This design comes from an exercise in tuning for small area, a short achievable clock period and few clock cycles per item on the open sky130 flow, not from production work. Function was checked by simulation only, so behaviour that the tests miss may differ from the original. No activity file was given, so power comes from the tool's default toggle rates.

==> flow/design.v (excerpt) <==
module photre_enc (
    input  wire        clk,
    input  wire        rst,           
    input  wire        start,
    output wire        ready,         
    input  wire [6:0]  cfg_width,     
    input  wire [4:0]  cfg_rows,      
    input  wire [1:0]  cfg_depth,     
    input  wire [4:0]  cfg_q,         
    input  wire        cfg_mono,      
    input  wire        px_valid,
    output wire        px_ready,
    input  wire [15:0] px_data,
    output reg         out_valid,
    output reg  [31:0] out_data,
    output reg         out_last,
    output reg  [4:0]  out_k0,
    output reg  [15:0] out_nbits
);
Settings: LEC_CHECK=0, CAP_MARGIN=5, CORE_MARGIN=2, CORE_UTILIZATION=40, CTS_BUF_LIST=sky130_fd_sc_hd__clkbuf_8, CTS_CLUSTER_DIAMETER=50, CTS_CLUSTER_SIZE=16, SLEW_MARGIN=5; clock period 70.0 ns.
standard.sh (not shown) runs the stock make flow with config.mk's settings and CLKGATE_MAP_FILE= SYNTH_SCRIPT=/design/flow/synth_recipe.tcl, a recipe that flattens the netlist after the stock synthesis.
==> flow/flow/run.sh <==
#!/bin/bash
# The standard layout (standard.sh), with plain buf_2 buffers on the ports
# in place of the delay buffers that buffer_ports picks by default.  The
# whole ORFS output goes to standard.log in the work folder.
set -euo pipefail
cd "$(dirname "$0")/.."
export BUFFER_PORTS_ARGS="-buffer_cell sky130_fd_sc_hd__buf_2"
bash standard.sh > standard.log 2>&1
Testbench counts at the start, summed over its fixed seeds: cycles 102,337, pixels 98,304.
Then changed:
Settings changed: CTS_BUF_LIST sky130_fd_sc_hd__clkbuf_8 to sky130_fd_sc_hd__clkbuf_16, CTS_CLUSTER_DIAMETER 50 to 80, CTS_CLUSTER_SIZE 16 to 30.
=>
- The changed run completed without violations
- combinational power hardly moves
- die area does not change
- worst setup slack gets better by 180 ps
- sequential power stays flat
- synthesized area does not change
- global-route usage is lower by 0.26 points
- synthesized cell count is unchanged
- cell count went down by 1.7%
- fmax went up by 1.2%
- cell area fell by 0.67%
- wire length goes down by 1.1%

Starting RTL as in the previous note.
make LEC_CHECK=0 CAP_MARGIN=5 CORE_MARGIN=2 CORE_UTILIZATION=40 CTS_BUF_LIST=sky130_fd_sc_hd__clkbuf_8 CTS_CLUSTER_DIAMETER=50 CTS_CLUSTER_SIZE=16 SLEW_MARGIN=5 finish   # period 70.0 ns
run.sh (not shown) runs the stock make flow with config.mk's settings and CLKGATE_MAP_FILE= SYNTH_SCRIPT=/design/flow/synth_recipe.tcl, a recipe that flattens the netlist after the stock synthesis.
Stock flow here: none of the scripts above is used.
The first run finished with timing, DRC and antenna clean.
Testbench counts at the start, summed over its fixed seeds: cycles 102,337, pixels 98,304.
Change:
==> flow/flow/run.sh (new file) <==
#!/bin/bash
# The standard layout (standard.sh), with plain buf_4 buffers on the ports
# in place of the delay buffers that buffer_ports picks by default.  The
# whole ORFS output goes to standard.log in the work folder.
set -euo pipefail
cd "$(dirname "$0")/.."
export BUFFER_PORTS_ARGS="-buffer_cell sky130_fd_sc_hd__buf_4"
bash standard.sh > standard.log 2>&1
==> flow/standard.sh (new file) <==
#!/bin/bash
# synth_recipe.tcl (not shown) runs the flow's synth.tcl, then flattens the netlist and writes it again
# the make line also repeats each setting of config.mk as NAME=value (left out here)
make -C /OpenROAD-flow-scripts/flow DESIGN_CONFIG=/design/flow/config.mk WORK_HOME=/design/flow/orfs CLKGATE_MAP_FILE= SYNTH_SCRIPT=/design/flow/synth_recipe.tcl "${@:-finish}"
removed: flow/run.sh
Power came out lower by about 0.4%.
Hold slack improved by 7.5 ps.
Final cell count stays flat.
Area after synthesis stays the same.
Core utilization came out lower by 0.13 points.
Routed wire length came out lower by 0.65%.

== run D ==
photre_enc, a different RTL version from the one above (not shown whole).
For scale: ~6,800 cells after synthesis, about 2,600 flip-flops, ~97 I/O pins, ~83,000 sq um of cells after synthesis.
## photre_enc
module photre_enc (
    input  wire        clk,
    input  wire        rst,           
    input  wire        start,
    output wire        ready,         
    input  wire [6:0]  cfg_width,     
    input  wire [4:0]  cfg_rows,      
    input  wire [1:0]  cfg_depth,     
    input  wire [4:0]  cfg_q,         
    input  wire        cfg_mono,      
    input  wire        px_valid,
    output wire        px_ready,
    input  wire [15:0] px_data,
    output reg         out_valid,
    output reg  [31:0] out_data,
    output reg         out_last,
    output reg  [4:0]  out_k0,
    output reg  [15:0] out_nbits
);
==> flow/config.mk <==
export PLATFORM = sky130hd
export DESIGN_NAME = photre_enc
export DESIGN_NICKNAME = photre_enc
export VERILOG_FILES = /design/flow/design.v
export SDC_FILE = /design/flow/constraint.sdc
export NUM_CORES = 4
export LEC_CHECK = 0
export CAP_MARGIN = 5
export CORE_MARGIN = 2
export CORE_UTILIZATION = 55
export CTS_BUF_LIST = sky130_fd_sc_hd__clkbuf_16
export CTS_CLUSTER_DIAMETER = 80
export CTS_CLUSTER_SIZE = 30
export SLEW_MARGIN = 5
==> flow/constraint.sdc <==
create_clock -name core_clock -period 70.0 [get_ports {clk}]
set_input_delay 14.0000 -clock core_clock [delete_from_list [all_inputs] [get_ports {clk}]]
set_output_delay 14.0000 -clock core_clock [all_outputs]
set_load 0.01 [all_outputs]
standard.sh (not shown) runs the stock make flow with config.mk's settings and CLKGATE_MAP_FILE= SYNTH_SCRIPT=/design/flow/synth_recipe.tcl, a recipe that flattens the netlist after the stock synthesis.
==> flow/flow/run.sh <==
#!/bin/bash
# The standard layout (standard.sh), with plain buf_2 buffers on the ports
# in place of the delay buffers that buffer_ports picks by default.  The
# whole ORFS output goes to standard.log in the work folder.
set -euo pipefail
cd "$(dirname "$0")/.."
export BUFFER_PORTS_ARGS="-buffer_cell sky130_fd_sc_hd__buf_2"
bash standard.sh > standard.log 2>&1
Testbench counts of run D, summed over its fixed seeds: cycles 102,241, pixels 98,304.
For run B, these inputs were changed with respect to run D:
Settings: changing CORE_UTILIZATION from 55 to 40.
Results
Routed wire length in run B vs run D: up 5600 um. Compared with run D, run B shows final worst slack lower by 370 ps. Run D -> run B: synthesized cell count delta 0, exact match. Against run D, run B comes in 1 lower on worst path buffer plus inverter count. Run B vs. run D: register fraction of the total cell area went down by 0.67 points. The share of cells above drive strength 1 of run B and that of run D are within noise of each other. In run B, the aggregate global-route resource usage came out 5.6 points below the value in run D.

## separate check: timing with driven ports
How much do the figures lean on ideal ports? The routed layouts below were timed once more, with nothing changed but the port constraints.
Step 1 assumes that a clkbuf_16 drives the clock port and a buf_2 every other input.
Step 2 adds t to the input delays and takes it off the output delays; t is the mean of the earliest and latest rising clock arrival at the registers after step 1. Input paths then give back, and output paths get back, about the clock's delay inside the block.
Slacks: ideal ports / drivers / drivers and shift; pairs: ideal ports / drivers.
run	t, ns	setup slack, ns	latest minus earliest clock arrival (ns)	worst slew at a driven data input, ns
the first run of note 1	1.043	54.348 / 54.269 / 53.997	0.073 / 0.073	0.12
the second run of note 1	0.867	54.526 / 54.447 / 53.987	0.052 / 0.052	0.12
the first run of note 2	1.055	53.874 / 53.795 / 53.737	0.087 / 0.086	0.04
the second run of note 2	1.040	54.393 / 54.317 / 54.221	0.110 / 0.110	0.05
run D	0.845	54.499 / 54.499 / 54.104	0.072 / 0.073	0.04
run B	0.852	54.130 / 54.130 / 54.130	0.084 / 0.084	0.04
After both steps setup and hold are still met in every run listed. For the second run of note 1, which loses most, drivers alone change the setup slack by -0.079 ns; drivers and shift together by -0.539 ns.
